Background: an optimization exercise with open tools, aiming at small area and a short achievable clock period. Do not read the settings as production practice.
In this exercise RTL edits were held to simulation tests only and were not proved equivalent to the original.

// epilogue_unit
module epilogue_unit (
    input  wire        clk,
    input  wire        rst,           
    input  wire        in_valid,
    input  wire [31:0] in_y,          
    input  wire [15:0] in_sc,         
    input  wire [15:0] in_sx,         
    input  wire [31:0] in_bias,       
    input  wire        in_bias_fp16,  
    input  wire        in_null,       
    input  wire        in_relu,       
    input  wire [3:0]  in_fmt,        
    output wire        out_valid,
    output wire [31:0] out_data,      
    output wire [2:0]  out_flags      
);
Size: roughly 7100 cells after synthesis, roughly 500 flip-flops, about 140 I/O pins, roughly 50000 sq um of cells after synthesis.
export LEC_CHECK = 0
export ABC_AREA = 1
export CAP_MARGIN = 60
export CORE_MARGIN = 2
export CORE_UTILIZATION = 40
export SLEW_MARGIN = 80
create_clock -name core_clock -period 30.0 [get_ports {clk}]
standard.sh (not shown) runs the stock make flow with config.mk's settings and CLKGATE_MAP_FILE= SYNTH_SCRIPT=/design/flow/synth_recipe.tcl, a recipe that flattens the netlist after the stock synthesis.
==> flow/flow/run.sh <==
#!/bin/bash
# The standard layout (standard.sh) with two changes after the standard,
# unchanged synthesis:
#  - buffer_ports inserts sky130_fd_sc_hd__buf_2 port buffers instead of the
#    tool's default pick (a slow delay buffer);
#  - placement, CTS and routing repairs may not use the delay cells
#    (clkdlybuf4s*, dlygate4sd*, dlymetal6s*) as wire or slew buffers.
set -euo pipefail
bash standard.sh synth > synth.log 2>&1
export BUFFER_PORTS_ARGS="-buffer_cell sky130_fd_sc_hd__buf_2"
DLY=""
for c in clkdlybuf4s15_1 clkdlybuf4s15_2 clkdlybuf4s18_1 clkdlybuf4s18_2 clkdlybuf4s25_1 \
         clkdlybuf4s25_2 clkdlybuf4s50_1 clkdlybuf4s50_2 dlygate4sd1_1 dlygate4sd2_1 \
         dlygate4sd3_1 dlymetal6s2s_1 dlymetal6s4s_1 dlymetal6s6s_1; do
    DLY="$DLY sky130_fd_sc_hd__$c"
done
export DONT_USE_CELLS="${DLY# }"
bash standard.sh > layout.log 2>&1
The first run passed the timing, DRC and antenna checks.
Rerun with:
Settings changed: CAP_MARGIN 60 to 20, SLEW_MARGIN 80 to 40.
Result:
- global-route usage falls by 0.24 points
- sequential cell count is unchanged
- routed wire length goes down slightly
- worst setup slack loses 110 ps
- die area is unchanged
Rerun with:
Settings changed: SLEW_MARGIN 40 to 70.
The changed run finished clean.
Register-to-register slack is better by 530 ps.
Cell count barely changes.
Worst hold slack hardly moves.
Utilization came out higher by 0.33 points.
Non-clock buffer count came out higher by 23.
Clock-buffer cell count came out lower by 4.
Rerun with:
Settings changed: CAP_MARGIN 20 to 60, CORE_UTILIZATION 40 to 55, SLEW_MARGIN 70 to 80.
The changed run produced a clean layout.
Sequential share of layout area is lower by 0.63 points.
Worst hold slack got worse by 48 ps.
Wire length goes up by 2.9%.
Die area shrinks by 27%.
Clock skew shrinks by 4.3 ps.
Global-route usage rose by 10 points.
Non-clock buffer count increases by 64.
Via count goes up by 2.5%.
Area after synthesis stays the same.
Rerun with:
Settings changed: CAP_MARGIN 60 to 20, CORE_UTILIZATION 55 to 40, SLEW_MARGIN 80 to 20.
Outcome:
- first-iteration DRC count drops by a little under a tenth
- maximum frequency drops slightly
- utilization drops by 20 points
- synthesized area does not change
- cell area drops by a few percent
- worst setup slack got worse by 120 ps
- critical path depth climbs by 26
- flip-flop and latch count is unchanged
- routed wire length drops by a few percent
Rerun with:
Settings changed: CAP_MARGIN 20 to 40, SLEW_MARGIN 20 to 60.
Effect: Worst setup slack gets better by 64 ps. Count of clock-buffer cells in the layout increases by 8. Flip-flop and latch count does not change. Die area stays the same. Design area barely changes. Maximum frequency came out higher by about 0.9%. Core utilization barely changes. Clock skew goes down by 13 ps. Critical path depth decreases by 26.

== P ==
epilogue_unit again, from the RTL that the note above started with.
clock: 30.0 ns
lec_check: 0
abc_area: 1
cap_margin: 30
core_margin: 2
core_utilization: 40
slew_margin: 65
Scripts as last shown in full above: flow/flow/run.sh
P: no failed stages, no open violations at the end
Relative to P, the following input files were edited for Q:
# P
export LEC_CHECK = 0
export ABC_AREA = 1
export CAP_MARGIN = 30
export CORE_MARGIN = 2
export CORE_UTILIZATION = 40
export SLEW_MARGIN = 65
create_clock -name core_clock -period 30.0 [get_ports {clk}]
# Q
export LEC_CHECK = 0
export ABC_AREA = 1
export CAP_MARGIN = 30
export CORE_MARGIN = 2
export CORE_UTILIZATION = 40
export CTS_CLUSTER_DIAMETER = 150
export CTS_CLUSTER_SIZE = 22
export SLEW_MARGIN = 65
create_clock -name core_clock -period 30.0 [get_ports {clk}]
==> comparison <==
Across Q and P, the outcome is the same: a clean finish for every run.
Between P and Q, the delay of the slowest cell on the worst path figures differ only marginally.
Count of different cell masters after synthesis came out exactly the same in Q and P.
Relative to P, synthesis-to-layout area growth has gone down in Q.
Between Q and P, the setup slack is lower for Q.
Status: global-route met1 utilization parity (P, Q)
The faster design of the two is P; Q tops out lower.
Taking P as the reference, in Q core utilization went down.
Re depth of the worst hold-timing path: no difference whatsoever between P and Q.

==> port drivers added, routing unchanged <==
Ports are ideal in the flow. The routed layouts listed here were re-timed in OpenROAD.
Step 1 sets driving cells, clkbuf_16 on the clock port and buf_2 on the other inputs (assumed; they add their load-dependent delay and slew).
Step 2 moves the port delays by t, midway between the first and last clock arrival at a register: inputs arrive t later, outputs are due t later. That takes back most of the time a late clock gives input paths.
Three values: no drivers, after step 1, after step 2; two values: the first two.
| run | shift t [ns] | slack for setup (ns) | worst hold slack (ns) |
|---|---|---|---|
| the first run of note 1 | 0.718 | 22.877 / 22.803 / 22.844 | 0.323 / 0.323 / 0.323 |
| the second run of note 1 | 0.742 | 22.768 / 22.734 / 22.607 | 0.325 / 0.325 / 0.325 |
| the third run of note 1 | 0.711 | 22.871 / 22.798 / 22.988 | 0.323 / 0.323 / 0.323 |
| the fourth run of note 1 | 0.719 | 22.863 / 22.786 / 23.065 | 0.275 / 0.275 / 0.275 |
| the fifth run of note 1 | 0.707 | 22.746 / 22.746 / 22.554 | 0.324 / 0.324 / 0.324 |
| the sixth run of note 1 | 0.720 | 22.810 / 22.743 / 22.881 | 0.324 / 0.324 / 0.324 |
| P | 0.714 | 22.860 / 22.785 / 22.879 | 0.321 / 0.321 / 0.321 |
| Q | 0.714 | 22.822 / 22.749 / 22.858 | 0.328 / 0.328 / 0.328 |
After both steps setup and hold are still met in every run listed. The setup slack of the fifth run of note 1, which loses most, moves by 0.000 ns with the drivers and by -0.192 ns with both steps.
